What follows belongs to an exercise in optimizing a design on an open flow for small area and a short achievable clock period; a production flow would make more cautious choices.
No activity file was given, so power comes from the tool's default toggle rates.

== lane 1 ==
==> module ec_rmw, before the edit <==
module ec_rmw (
    input  wire         clk,
    input  wire         rst_n,
    input  wire         in_valid,
    input  wire [1:0]   in_op,        
    input  wire [31:0]  in_mask,      
    input  wire [255:0] in_wdata,     
    input  wire [31:0]  in_wpoison,   
    input  wire [255:0] in_sdata,     
    input  wire [31:0]  in_scheck,    
    output reg          out_valid,
    output reg  [2:0]   out_class,
    output reg  [31:0]  out_synd,
    output reg  [255:0] out_rdata,
    output reg          out_poison,
    output reg          out_wb,
    output reg  [255:0] out_wdata,
    output reg  [31:0]  out_wcheck,
    output reg          out_ev_ce,
    output reg          out_ev_ue,
    output reg          out_ev_pw
);
    localparam OP_WRITE = 2'd1;
    localparam OP_SCRUB = 2'd2;
    wire        wr    = (in_op == OP_WRITE);
    wire        scrub = (in_op == OP_SCRUB);
    wire [31:0] wmask = wr ? in_mask : 32'd0;    
    reg [255:0] mraw;
    integer b;
    always @* begin
        for (b = 0; b < 32; b = b + 1)
            mraw[8 * b +: 8] = wmask[b] ? in_wdata[8 * b +: 8] : in_sdata[8 * b +: 8];
    end
    wire [31:0] scalc, mcalc;
    ec_encode u_senc (.data(in_sdata), .check(scalc));
    ec_encode u_menc (.data(mraw),     .check(mcalc));
    wire [31:0] synd = in_scheck ^ scalc;
    wire [15:0] sc   = synd[31:16];
    wire        zero, cbit, dbit, spois, uerr;
    wire [15:0] pair;
    ec_classify u_cls (.synd(synd), .zero(zero), .cbit(cbit), .dbit(dbit), .spois(spois),
                       .uerr(uerr), .pair(pair));
    wire full = &in_mask;
    wire wpm  = |(in_wpoison & in_mask);
    wire [15:0] row_fix = pair & {16{dbit}};
    reg  [31:0] wrow_fix;
    integer r;
    always @* begin
        for (r = 0; r < 16; r = r + 1) begin
            wrow_fix[2 * r]     = row_fix[r] & ~wmask[2 * r];
            wrow_fix[2 * r + 1] = row_fix[r] & ~wmask[2 * r + 1];
        end
    end
    wire wfix = (|(wrow_fix & 32'h5555_5555) & |sc[7:0]) |
                (|(wrow_fix & 32'hAAAA_AAAA) & |sc[15:8]);
    reg         q_valid;
    reg         q_wr, q_scrub, q_full, q_wpm;
    reg [255:0] q_sdata;
    reg [255:0] q_mraw_n;    
    reg [31:0]  q_synd;
    reg [31:0]  q_mcalc;
    reg [15:0]  q_row_fix;
    reg [31:0]  q_wrow_fix;
    reg         q_wfix;
    reg         q_zero, q_cbit, q_dbit, q_spois, q_uerr;
    always @(posedge clk) begin
        if (!rst_n)
            q_valid <= 1'b0;
        else
            q_valid <= in_valid;
        q_wr       <= wr;
        q_scrub    <= scrub;
        q_full     <= full;
        q_wpm      <= wpm;
        q_sdata    <= in_sdata;
        q_mraw_n   <= ~mraw;
        q_synd     <= synd;
        q_mcalc    <= mcalc;
        q_row_fix  <= row_fix;
        q_wrow_fix <= wrow_fix;
        q_wfix     <= wfix;
        q_zero     <= zero;
        q_cbit     <= cbit;
        q_dbit     <= dbit;
        q_spois    <= spois;
        q_uerr     <= uerr;
    end
    reg [255:0] flip, wflip;
    integer rr, c;
    always @* begin
        for (rr = 0; rr < 16; rr = rr + 1)
            for (c = 0; c < 16; c = c + 1) begin
                flip[16 * rr + c]  = q_row_fix[rr] & q_synd[16 + c];
                wflip[16 * rr + c] = q_wrow_fix[2 * rr + c / 8] & q_synd[16 + c];
            end
    end
    wire corr      = q_cbit | q_dbit;
    wire bad       = ~q_zero & ~corr;              
    wire wpo       = q_wpm | (~q_full & bad);
    wire wb_poison = q_wr ? wpo : (q_scrub & q_uerr);
    always @* begin
        out_valid  = q_valid;
        out_class  = {q_uerr, q_dbit | q_spois, q_cbit | q_spois};
        out_synd   = q_synd;
        out_rdata  = q_sdata ^ flip;
        out_poison = q_wr ? wpo : bad;
        out_wb     = q_wr | (q_scrub & (corr | q_uerr));
        out_wdata  = ~q_mraw_n ^ wflip;
        out_wcheck = q_mcalc ^ (q_synd & {32{q_wfix}}) ^ {{16{wb_poison}}, 16'h0000};
        out_ev_ce  = corr & ~(q_wr & q_full);
        out_ev_ue  = q_uerr & ~(q_wr & q_full);
        out_ev_pw  = wb_poison;
    end
endmodule
Settings: LEC_CHECK=0, CAP_MARGIN=20, CORE_AREA=5 5 425 425, CTS_BUF_LIST=sky130_fd_sc_hd__clkbuf_4 sky130_fd_sc_hd__clkbuf_8, DIE_AREA=0 0 430 430, SLEW_MARGIN=20; clock period 12.0 ns.
standard.sh (not shown) runs the stock make flow with config.mk's settings and CLKGATE_MAP_FILE= SYNTH_SCRIPT=/design/flow/synth_recipe.tcl, a recipe that flattens the netlist after the stock synthesis.
==> flow/flow/run.sh <==
#!/bin/bash
set -euo pipefail
export BUFFER_PORTS_ARGS="-buffer_cell sky130_fd_sc_hd__buf_1"
export SETUP_SLACK_MARGIN=7
bash standard.sh finish > flow_make.log 2>&1
In summary, lane 1 completed successfully, with a layout that passed the timing, design-rule and antenna checks.
Input-level comparison between lane 2 and lane 1:
--- a/flow/design.v
+++ b/flow/design.v
@@ -130,78 +130,72 @@
     wire [31:0] synd = in_scheck ^ scalc;
     wire [15:0] sc   = synd[31:16];
     wire        zero, cbit, dbit, spois, uerr;
     wire [15:0] pair;
     ec_classify u_cls (.synd(synd), .zero(zero), .cbit(cbit), .dbit(dbit), .spois(spois),
                        .uerr(uerr), .pair(pair));
+    wire corr = cbit | dbit;
+    wire bad  = ~zero & ~corr;                   
     wire full = &in_mask;
-    wire wpm  = |(in_wpoison & in_mask);
     wire [15:0] row_fix = pair & {16{dbit}};
     reg  [31:0] wrow_fix;
     integer r;
     always @* begin
         for (r = 0; r < 16; r = r + 1) begin
             wrow_fix[2 * r]     = row_fix[r] & ~wmask[2 * r];
             wrow_fix[2 * r + 1] = row_fix[r] & ~wmask[2 * r + 1];
         end
     end
     wire wfix = (|(wrow_fix & 32'h5555_5555) & |sc[7:0]) |
                 (|(wrow_fix & 32'hAAAA_AAAA) & |sc[15:8]);
+    wire wpo       = |(in_wpoison & in_mask) | (~full & bad);
+    wire wb_poison = wr ? wpo : (scrub & uerr);
     reg         q_valid;
-    reg         q_wr, q_scrub, q_full, q_wpm;
     reg [255:0] q_sdata;
     reg [255:0] q_mraw_n;    
     reg [31:0]  q_synd;
-    reg [31:0]  q_mcalc;
     reg [15:0]  q_row_fix;
     reg [31:0]  q_wrow_fix;
-    reg         q_wfix;
-    reg         q_zero, q_cbit, q_dbit, q_spois, q_uerr;
+    reg [2:0]   q_class;
+    reg [31:0]  q_wcheck;
+    reg         q_poison, q_wb, q_ev_ce, q_ev_ue, q_ev_pw;
     always @(posedge clk) begin
         if (!rst_n)
             q_valid <= 1'b0;
         else
             q_valid <= in_valid;
-        q_wr       <= wr;
-        q_scrub    <= scrub;
-        q_full     <= full;
-        q_wpm      <= wpm;
         q_sdata    <= in_sdata;
         q_mraw_n   <= ~mraw;
         q_synd     <= synd;
-        q_mcalc    <= mcalc;
         q_row_fix  <= row_fix;
         q_wrow_fix <= wrow_fix;
-        q_wfix     <= wfix;
-        q_zero     <= zero;
-        q_cbit     <= cbit;
-        q_dbit     <= dbit;
-        q_spois    <= spois;
-        q_uerr     <= uerr;
+        q_class    <= {uerr, dbit | spois, cbit | spois};
+        q_wcheck   <= mcalc ^ (synd & {32{wfix}}) ^ {{16{wb_poison}}, 16'h0000};
+        q_poison   <= wr ? wpo : bad;
+        q_wb       <= wr | (scrub & (corr | uerr));
+        q_ev_ce    <= corr & ~(wr & full);
+        q_ev_ue    <= uerr & ~(wr & full);
+        q_ev_pw    <= wb_poison;
     end
     reg [255:0] flip, wflip;
     integer rr, c;
     always @* begin
         for (rr = 0; rr < 16; rr = rr + 1)
             for (c = 0; c < 16; c = c + 1) begin
                 flip[16 * rr + c]  = q_row_fix[rr] & q_synd[16 + c];
                 wflip[16 * rr + c] = q_wrow_fix[2 * rr + c / 8] & q_synd[16 + c];
             end
     end
-    wire corr      = q_cbit | q_dbit;
-    wire bad       = ~q_zero & ~corr;              
-    wire wpo       = q_wpm | (~q_full & bad);
-    wire wb_poison = q_wr ? wpo : (q_scrub & q_uerr);
     always @* begin
         out_valid  = q_valid;
-        out_class  = {q_uerr, q_dbit | q_spois, q_cbit | q_spois};
+        out_class  = q_class;
         out_synd   = q_synd;
         out_rdata  = q_sdata ^ flip;
-        out_poison = q_wr ? wpo : bad;
-        out_wb     = q_wr | (q_scrub & (corr | q_uerr));
+        out_poison = q_poison;
+        out_wb     = q_wb;
         out_wdata  = ~q_mraw_n ^ wflip;
-        out_wcheck = q_mcalc ^ (q_synd & {32{q_wfix}}) ^ {{16{wb_poison}}, 16'h0000};
-        out_ev_ce  = corr & ~(q_wr & q_full);
-        out_ev_ue  = q_uerr & ~(q_wr & q_full);
-        out_ev_pw  = wb_poison;
+        out_wcheck = q_wcheck;
+        out_ev_ce  = q_ev_ce;
+        out_ev_ue  = q_ev_ue;
+        out_ev_pw  = q_ev_pw;
     end
 endmodule
==> comparison <==
Lane 2: length of routed met2 wiring is 8.0% higher than what lane 1 reported.
NOTE count of placed standard cells in the final layout, fillers left out lane 1->lane 2 increased by a few percent
For hold slack, lane 2 and lane 1 come out practically identical.
Cmp lane 1 and lane 2 / starting density of the core / higher: lane 2
Lower proportion of synthesized chip area in sequential cells goes to lane 2 over lane 1.
Summary of lane 2 over lane 1: routed wire length now sits higher, synthesized area rose 400 um2, average footprint of a synthesized cell now smaller.
The lower post-layout worst setup margin came out of lane 2.
Summary of lane 2 over lane 1: total power rose by 14%; cell area after layout rose by 0.0017 mm2; gate count of the mapped netlist rose by about 2%; first-pass GRT wire length rose by about 13%.
No run of this note included a check of the RTL's function; only the layout flow was run.

## re-timing with driven ports
How much do the figures lean on ideal ports? The routed layouts below were timed once more, with nothing changed but the port constraints. Step 1: set_driving_cell puts a clkbuf_16 on clk and a buf_2 on each other input, an assumption about the parent block. Step 2, shift: input delay + t, output delay - t, t = (earliest + latest rising clock arrival at the registers) / 2. This alone moves slack from input paths to output paths. a / b / c = ideal ports / drivers / drivers and shift; a / b = the first two.
run	t, ns	slack for setup (ns)	hold slack, ns	worst setup path at the end	cell pins on the clock port's net
lane 1	0.961	6.666 / 6.704 / 5.743	1.626 / 1.615 / 2.576	input to register	1
lane 2	0.976	6.433 / 6.460 / 5.484	1.625 / 1.619 / 2.595	input to register	1
After both steps every run listed still meets setup and hold. For lane 2, which loses most, drivers alone change the setup slack by +0.027 ns; drivers and shift together by -0.949 ns.
